From an optimization exercise on the open Yosys and OpenROAD flow, aimed at small area and a short achievable clock period; shortcuts taken in it are not production practice.
At most, simulation tests tie the RTL to the original design; equivalence was not proved.
Power is estimated from default activity; no workload was simulated.

== wip/juniper ==
==> flow/design.v (excerpt) <==
module yrc_lane_coder (
    input             clk,
    input             rst,
    input      [4:0]  cfg_bits,    
    input      [3:0]  cfg_thr,     
    input             in_valid,
    input             in_first,    
    input             in_eol,      
    input             in_plane,    
    input      [15:0] in_x,        
    input      [15:0] in_a,        
    input      [15:0] in_b,        
    input      [15:0] in_c,        
    input      [15:0] in_d,        
    output reg        out_valid,
    output reg [5:0]  out_len,     
    output reg [55:0] out_bits     
);
For scale: roughly 11000 cells after synthesis, roughly 3800 flip-flops.
export LEC_CHECK = 0
export CAP_MARGIN = 20
export CORE_MARGIN = 2
export CORE_UTILIZATION = 55
export CTS_CLUSTER_DIAMETER = 80
export CTS_CLUSTER_SIZE = 25
export SETUP_SLACK_MARGIN = 1.5
export SLEW_MARGIN = 20
create_clock -name core_clock -period 36.0 [get_ports {clk}]
standard.sh (not shown) runs the stock make flow with config.mk's settings and CLKGATE_MAP_FILE= SYNTH_SCRIPT=/design/flow/synth_recipe.tcl, a recipe that flattens the netlist after the stock synthesis.
==> flow/flow/run.sh <==
#!/bin/bash
# Layout: the standard ORFS flow (standard.sh, synth_recipe.tcl) with these
# changes:
# - synthesis maps adders with Yosys's own Brent-Kung carry chain instead of
#   ORFS's Kogge-Stone one (SYNTH_OPERATIONS_ARGS), and leaves them to ABC
#   instead of fixed half/full-adder cells (no ADDER_MAP_FILE); registers and
#   their names are those of the standard synthesis;
# - repair_timing is asked for a setup slack of 27.5 ns at the design's 36 ns
#   clock (an achieved period of about 8.5 ns) instead of the default 1.5 ns;
# - after global route, post_grt.tcl repairs max slew and capacitance again.
# Floorplan, power grid, placement, CTS and routing are otherwise the
# standard flow. Full output in standard.log (ORFS's own logs are under
# orfs/logs).
set -euo pipefail
cd "$(dirname "$0")/.."
bash standard.sh SYNTH_OPERATIONS_ARGS=-noshare ADDER_MAP_FILE= \
  SETUP_SLACK_MARGIN=27.5 POST_GLOBAL_ROUTE_TCL="$PWD/flow/post_grt.tcl" \
  finish > standard.log 2>&1
==> flow/flow/post_grt.tcl <==
log_cmd estimate_parasitics -global_routing
log_cmd global_route -start_incremental
log_cmd repair_design -slew_margin 30 -cap_margin 30 -match_cell_footprint -verbose
log_cmd detailed_placement
log_cmd global_route -end_incremental
log_cmd estimate_parasitics -global_routing
write_guides $::env(RESULTS_DIR)/route.guide
Per the final summary, wip/juniper finished and its layout is clean on timing, DRC and antenna.
Input changes introduced in wip/pepper (baseline for comparison: wip/juniper):
diff --git a/flow/flow/run.sh b/flow/flow/run.sh
--- a/flow/flow/run.sh
+++ b/flow/flow/run.sh
@@ -6,6 +6,6 @@
 #   instead of fixed half/full-adder cells (no ADDER_MAP_FILE); registers and
 #   their names are those of the standard synthesis;
-# - repair_timing is asked for a setup slack of 27.5 ns at the design's 36 ns
-#   clock (an achieved period of about 8.5 ns) instead of the default 1.5 ns;
+# - repair_timing is asked for a setup slack of 27.8 ns at the design's 36 ns
+#   clock (an achieved period of about 8.2 ns) instead of the default 1.5 ns;
 # - after global route, post_grt.tcl repairs max slew and capacitance again.
 # Floorplan, power grid, placement, CTS and routing are otherwise the
@@ -15,4 +15,4 @@
 cd "$(dirname "$0")/.."
 bash standard.sh SYNTH_OPERATIONS_ARGS=-noshare ADDER_MAP_FILE= \
-  SETUP_SLACK_MARGIN=27.5 POST_GLOBAL_ROUTE_TCL="$PWD/flow/post_grt.tcl" \
+  SETUP_SLACK_MARGIN=27.8 POST_GLOBAL_ROUTE_TCL="$PWD/flow/post_grt.tcl" \
   finish > standard.log 2>&1
==> notes.md <==
- All of wip/juniper and wip/pepper finish clean.
- wip/juniper and wip/pepper ended up with nearly the same clock power.
- | fmax | wip/juniper vs wip/pepper | ≈ equal |
- As far as internal power consumption is concerned, wip/juniper and wip/pepper perform about the same.
- | final worst slack | wip/pepper vs wip/juniper | better |
- The power after layout on wip/pepper is in line with that on wip/juniper.
- Relative to wip/juniper, the number of antenna violations at the first check in global routing of wip/pepper is higher by about 12%.
- Between wip/pepper and wip/juniper, the hold slack does not differ in any meaningful way.
- Comparing wip/juniper and wip/pepper, the lower count of antenna diodes in the layout was measured on wip/juniper.
- wip/juniper ended up with dfxtp_1 as its cell with the largest stage delay on the worst path; wip/pepper ended up with dfxtp_2.
- Per the comparison of wip/pepper with wip/juniper, first-pass GRT wire length has remained practically unchanged, global-route usage over all layers has remained practically unchanged.


yrc_lane_coder, a different RTL version from the one above (not shown whole).
For scale: about 3800 flip-flops, roughly 160 I/O pins, ~0.16 sq mm of cells after synthesis.
Settings: LEC_CHECK=0, CAP_MARGIN=20, CORE_MARGIN=2, CORE_UTILIZATION=55, CTS_CLUSTER_DIAMETER=80, CTS_CLUSTER_SIZE=25, SETUP_SLACK_MARGIN=1.5, SLEW_MARGIN=20; clock period 36.0 ns.
run.sh (not shown) runs the stock make flow with config.mk's settings and CLKGATE_MAP_FILE= SYNTH_SCRIPT=/design/flow/synth_recipe.tcl, a recipe that flattens the netlist after the stock synthesis.
Stock flow here: none of the scripts above is used.
The starting point completed with no timing, DRC or antenna violations.
Edit:
==> flow/flow/run.sh (new file) <==
#!/bin/bash
# Layout: the standard ORFS flow (standard.sh) with two changes:
# - repair_timing is asked for a setup slack of 27.5 ns at the design's 36 ns
#   clock (an achieved period of about 8.5 ns) instead of the default 1.5 ns;
# - after global route, post_grt.tcl repairs max slew and capacitance again.
# Synthesis, floorplan, power grid, placement, CTS and routing are otherwise
# the standard flow. Full output in standard.log (ORFS's own logs are under
# orfs/logs).
set -euo pipefail
cd "$(dirname "$0")/.."
bash standard.sh SETUP_SLACK_MARGIN=27.5 POST_GLOBAL_ROUTE_TCL="$PWD/flow/post_grt.tcl" finish > standard.log 2>&1
==> flow/flow/post_grt.tcl (new file) <==
log_cmd estimate_parasitics -global_routing
log_cmd global_route -start_incremental
log_cmd repair_design -slew_margin 30 -cap_margin 30 -match_cell_footprint -verbose
log_cmd detailed_placement
log_cmd global_route -end_incremental
log_cmd estimate_parasitics -global_routing
write_guides $::env(RESULTS_DIR)/route.guide
==> flow/standard.sh (new file) <==
#!/bin/bash
# synth_recipe.tcl (not shown) runs the flow's synth.tcl, then flattens the netlist and writes it again
# the make line also repeats each setting of config.mk as NAME=value (left out here)
make -C /OpenROAD-flow-scripts/flow DESIGN_CONFIG=/design/flow/config.mk WORK_HOME=/design/flow/orfs CLKGATE_MAP_FILE= SYNTH_SCRIPT=/design/flow/synth_recipe.tcl "${@:-finish}"
removed: flow/run.sh
Register-to-register slack gets better by 1300 ps.
Routed wire length hardly moves.
Power barely changes.
Global-route usage hardly moves.
Critical path depth went down by 17.
Core utilization went up by 0.23 points.
Non-clock buffer count went up by 20.


Setup of try-indigo:
yrc_lane_coder, a different RTL version from the one above (not shown whole).
Size: roughly 11000 cells after synthesis, ~150000 µm² of cells after synthesis.
clock: 36.0 ns
lec_check: 0
cap_margin: 20
core_margin: 2
core_utilization: 55
cts_cluster_diameter: 80
cts_cluster_size: 25
setup_slack_margin: 1.5
slew_margin: 20
standard.sh (not shown) runs the stock make flow with config.mk's settings and CLKGATE_MAP_FILE= SYNTH_SCRIPT=/design/flow/synth_recipe.tcl, a recipe that flattens the netlist after the stock synthesis.
==> flow/flow/run.sh <==
#!/bin/bash
# Layout: the standard ORFS flow (standard.sh, synth_recipe.tcl) with these
# changes:
# - synthesis maps adders with Yosys's own Brent-Kung carry chain instead of
#   ORFS's Kogge-Stone one (SYNTH_OPERATIONS_ARGS), and leaves them to ABC
#   instead of fixed half/full-adder cells (no ADDER_MAP_FILE); registers and
#   their names are those of the standard synthesis;
# - the port buffers are buf_1 cells (resized later where timing needs it);
# - CTS clusters 25 sinks within 80 um and inserts no dummy loads;
# - repair_timing is asked for a setup slack of 27.8 ns at the design's 36 ns
#   clock (an achieved period of about 8.2 ns) instead of the default 1.5 ns;
# - after global route, post_grt.tcl repairs max slew and capacitance again.
# Floorplan, power grid, placement and routing are otherwise the standard
# flow. Full output in standard.log (ORFS's own logs are under orfs/logs).
set -euo pipefail
cd "$(dirname "$0")/.."
bash standard.sh SYNTH_OPERATIONS_ARGS=-noshare ADDER_MAP_FILE= \
  BUFFER_PORTS_ARGS="-buffer_cell sky130_fd_sc_hd__buf_1" \
  CTS_ARGS="-sink_clustering_enable -repair_clock_nets -sink_clustering_size 25 -sink_clustering_max_diameter 80 -dont_use_dummy_load" \
  SETUP_SLACK_MARGIN=27.8 POST_GLOBAL_ROUTE_TCL="$PWD/flow/post_grt.tcl" \
  finish > standard.log 2>&1
==> flow/flow/post_grt.tcl <==
log_cmd estimate_parasitics -global_routing
log_cmd global_route -start_incremental
log_cmd repair_design -slew_margin 30 -cap_margin 30 -match_cell_footprint -verbose
log_cmd detailed_placement
log_cmd global_route -end_incremental
log_cmd estimate_parasitics -global_routing
write_guides $::env(RESULTS_DIR)/route.guide
## Diff of input files: try-juniper against try-indigo
-- flow/config.mk --
<<< try-indigo, line 8
export CAP_MARGIN = 20
export CORE_MARGIN = 2
export CORE_UTILIZATION = 55
export CTS_CLUSTER_DIAMETER = 80
export CTS_CLUSTER_SIZE = 25
>>> try-juniper, line 8
export CAP_MARGIN = 20
export CORE_MARGIN = 2
export CORE_UTILIZATION = 62
export CTS_CLUSTER_DIAMETER = 80
export CTS_CLUSTER_SIZE = 25
Results
Overall die width went down by a few percent going from try-indigo to try-juniper.
Against try-indigo, non-clock buffer count in try-juniper fell by a few percent.
Final critical delay including setup and external delays, try-indigo and try-juniper: lower on try-juniper
sky130_fd_sc_hd__dfxtp_2 as the library cell contributing the largest single delay on the critical path was reported by try-juniper, and sky130_fd_sc_hd__dfxtp_1 by try-indigo.
In the flow results for try-indigo and try-juniper, the final setup slack of the worst path is larger on try-juniper.
NOTE design area try-indigo->try-juniper decreased slightly
Total clock buffers created by CTS was lower in try-juniper than in try-indigo.
Going from try-indigo to try-juniper, global-route met3 utilization rose 4.8 points, count of mapped cells out of synthesis about even, sequential share of layout area rose 0.27 points.
Max internal power consumption across try-indigo and try-juniper: try-indigo
Between try-indigo and try-juniper, the flow reports wire length of the first global-routing pass decreasing by a few percent.
#### Input delta (try-zinc over try-juniper)
==> flow/flow/post_grt.tcl <==
log_cmd estimate_parasitics -global_routing
log_cmd global_route -start_incremental
log_cmd repair_design -slew_margin 15 -cap_margin 15 -match_cell_footprint -verbose
log_cmd detailed_placement
log_cmd global_route -end_incremental
log_cmd estimate_parasitics -global_routing
write_guides $::env(RESULTS_DIR)/route.guide
==> flow/config.mk <==
export PLATFORM = sky130hd
export DESIGN_NAME = yrc_lane_coder
export DESIGN_NICKNAME = yrc_lane_coder
export VERILOG_FILES = /design/flow/design.v
export SDC_FILE = /design/flow/constraint.sdc
export NUM_CORES = 8
export LEC_CHECK = 0
export CAP_MARGIN = 0
export CORE_MARGIN = 2
export CORE_UTILIZATION = 55
export CTS_CLUSTER_DIAMETER = 80
export CTS_CLUSTER_SIZE = 25
export SETUP_SLACK_MARGIN = 1.5
export SLEW_MARGIN = 0
Results
- try-juniper -> try-zinc: number of flip-flops and latches in the synthesized netlist flat
- When try-zinc is set beside try-juniper, its number of tapcells turns out to be 12% larger.
- The total die area of try-zinc was inferior to that of try-juniper.
- Net switching power delta (try-juniper -> try-zinc): insignificant
- Comparing worst slack at placement for try-zinc and try-juniper, the smaller number came from try-zinc.
- Summary of try-zinc over try-juniper: multiplexer share of the synthesized area held steady, fmax held steady, final wirelength grew by 3.8%.


== beta ==
yrc_lane_coder, a different RTL version from the one above (not shown whole).
For scale: roughly 11000 cells after synthesis, ~3800 flip-flops, roughly 160000 um^2 of cells after synthesis.
Design yrc_lane_coder, start of the top module:
module yrc_lane_coder (
    input             clk,
    input             rst,
    input      [4:0]  cfg_bits,    
    input      [3:0]  cfg_thr,     
    input             in_valid,
    input             in_first,    
    input             in_eol,      
    input             in_plane,    
    input      [15:0] in_x,        
    input      [15:0] in_a,        
    input      [15:0] in_b,        
    input      [15:0] in_c,        
    input      [15:0] in_d,        
    output reg        out_valid,
    output reg [5:0]  out_len,     
    output reg [55:0] out_bits     
);
    localparam NCTX = 82;           
    function [7:0] enc;
        input integer n;
        integer p, r, q1, q2;
        begin
            p = n / 41;
            r = n % 41;
            if (r < 5) begin
                q1 = 0; q2 = r;
            end else begin
                q1 = (r - 5) / 9 + 1;
                q2 = (r - 5) % 9 - 4;
            end
            enc = {p[0], q1[2:0], (q2 < 0) ? 1'b1 : 1'b0, (q2 < 0) ? -q2[2:0] : q2[2:0]};
        end
    endfunction
    function [9:0] satwrap;
        input [15:0] v;
        input [15:0] mx;
        input [15:0] bs;
        reg   [15:0] w;
        begin
            w = (v & mx) | ((|(v & bs)) ? ~mx : 16'd0);
            satwrap = (w[15:8] == {8{w[8]}}) ? {w[8], w[8:0]} : (w[15] ? 10'h200 : 10'h0ff);
        end
    endfunction
    reg        v0, f0, eol0, p0;
    reg [15:0] x0, a0, b0, c0, d0;
    reg [4:0]  cfg_b;
    reg [3:0]  cfg_t;
    always @(posedge clk) begin
        v0    <= rst ? 1'b0 : in_valid;
        f0    <= in_first;
        eol0  <= in_eol;
        p0    <= in_plane;
        x0    <= in_x;
        a0    <= in_a;
        b0    <= in_b;
        c0    <= in_c;
        d0    <= in_d;
        cfg_b <= cfg_bits;
        cfg_t <= cfg_thr;
    end
    wire [16:0] full_c = 17'd1 << cfg_b;
    wire [16:0] maxv_i = (17'd1 << cfg_bits) - 17'd1;
    reg  [15:0] maxv;                                 
    reg  [15:0] bsel;                                 
    always @(posedge clk) begin
        maxv <= maxv_i[15:0];
        bsel <= 16'd1 << (cfg_bits - 5'd1);
  ...
Settings: LEC_CHECK=0, CAP_MARGIN=20, CORE_MARGIN=2, CORE_UTILIZATION=40, SETUP_SLACK_MARGIN=1.5, SLEW_MARGIN=20; clock period 36.0 ns.
run.sh (not shown) runs the stock make flow with config.mk's settings and CLKGATE_MAP_FILE= SYNTH_SCRIPT=/design/flow/synth_recipe.tcl, a recipe that flattens the netlist after the stock synthesis.
Stock flow here: none of the scripts above is used.
Here is what was changed in the inputs of gamma compared with beta.
==> flow/flow/run.sh (new file) <==
#!/bin/bash
# Layout: the standard ORFS flow (standard.sh), with repair_timing asked
# for a setup slack of 27 ns at the design's 36 ns clock (an achieved
# period of about 9 ns) instead of the default 1.5 ns. Everything else,
# synthesis included, is the standard flow. Full output in standard.log.
set -euo pipefail
cd "$(dirname "$0")/.."
bash standard.sh SETUP_SLACK_MARGIN=27 finish > standard.log 2>&1
==> flow/standard.sh (new file) <==
#!/bin/bash
# synth_recipe.tcl (not shown) runs the flow's synth.tcl, then flattens the netlist and writes it again
# the make line also repeats each setting of config.mk as NAME=value (left out here)
make -C /OpenROAD-flow-scripts/flow DESIGN_CONFIG=/design/flow/config.mk WORK_HOME=/design/flow/orfs CLKGATE_MAP_FILE= SYNTH_SCRIPT=/design/flow/synth_recipe.tcl "${@:-finish}"
removed: flow/run.sh
Final checks on gamma, whose flow otherwise completed, came back failing, citing max-slew violations.
Both conditions hold for beta: the flow ran to the end and the final layout passed the timing, design-rule and antenna checks.
On global routing met2 resource utilization, gamma and beta are neck and neck.
Compared gamma against beta; overall track demand over capacity in global routing within noise.
Per the comparison of gamma with beta, power per cell area saw an increase, global-route wire length before repair saw little to no change, count of max-cap constraint violations saw little to no change.
No functional check of the RTL was part of any run of this note.

## re-timing with driven ports
In the flow no input, the clock included, has a driving cell. The finished layouts below were timed again as built, in two steps.
Step 1: set_driving_cell puts a clkbuf_16 on clk and a buf_2 on each other input, an assumption about the parent block.
Step 2 times the ports against the registers' clock, not the clock port: input delays grow and output delays shrink by t, the midpoint of the rising clock arrivals with the driver on.
a / b / c = ideal ports / drivers / drivers and shift; a / b = the first two.
| run | t (ns) | setup slack, ns | latest minus earliest clock arrival (ns) |
|---|---|---|---|
| wip/juniper | 1.039 | 27.430 / 27.307 / 27.476 | 0.062 / 0.062 |
| wip/pepper | 1.021 | 27.454 / 27.347 / 27.633 | 0.113 / 0.114 |
| the first run of note 2 | 1.008 | 26.460 / 26.460 / 26.460 | 0.130 / 0.130 |
| the second run of note 2 | 1.007 | 27.429 / 27.330 / 27.720 | 0.130 / 0.130 |
| try-indigo | 0.996 | 27.473 / 27.371 / 27.819 | 0.156 / 0.157 |
| try-juniper | 0.952 | 27.490 / 27.403 / 27.730 | 0.197 / 0.197 |
| try-zinc | 0.991 | 27.476 / 27.371 / 27.693 | 0.171 / 0.171 |
| beta | 1.125 | 25.605 / 25.605 / 25.605 | 0.173 / 0.173 |
| gamma | 1.130 | 26.928 / 26.928 / 26.153 | 0.175 / 0.175 |
The setup slack of gamma, which loses most, moves by 0.000 ns with the drivers and by -0.775 ns with both steps.
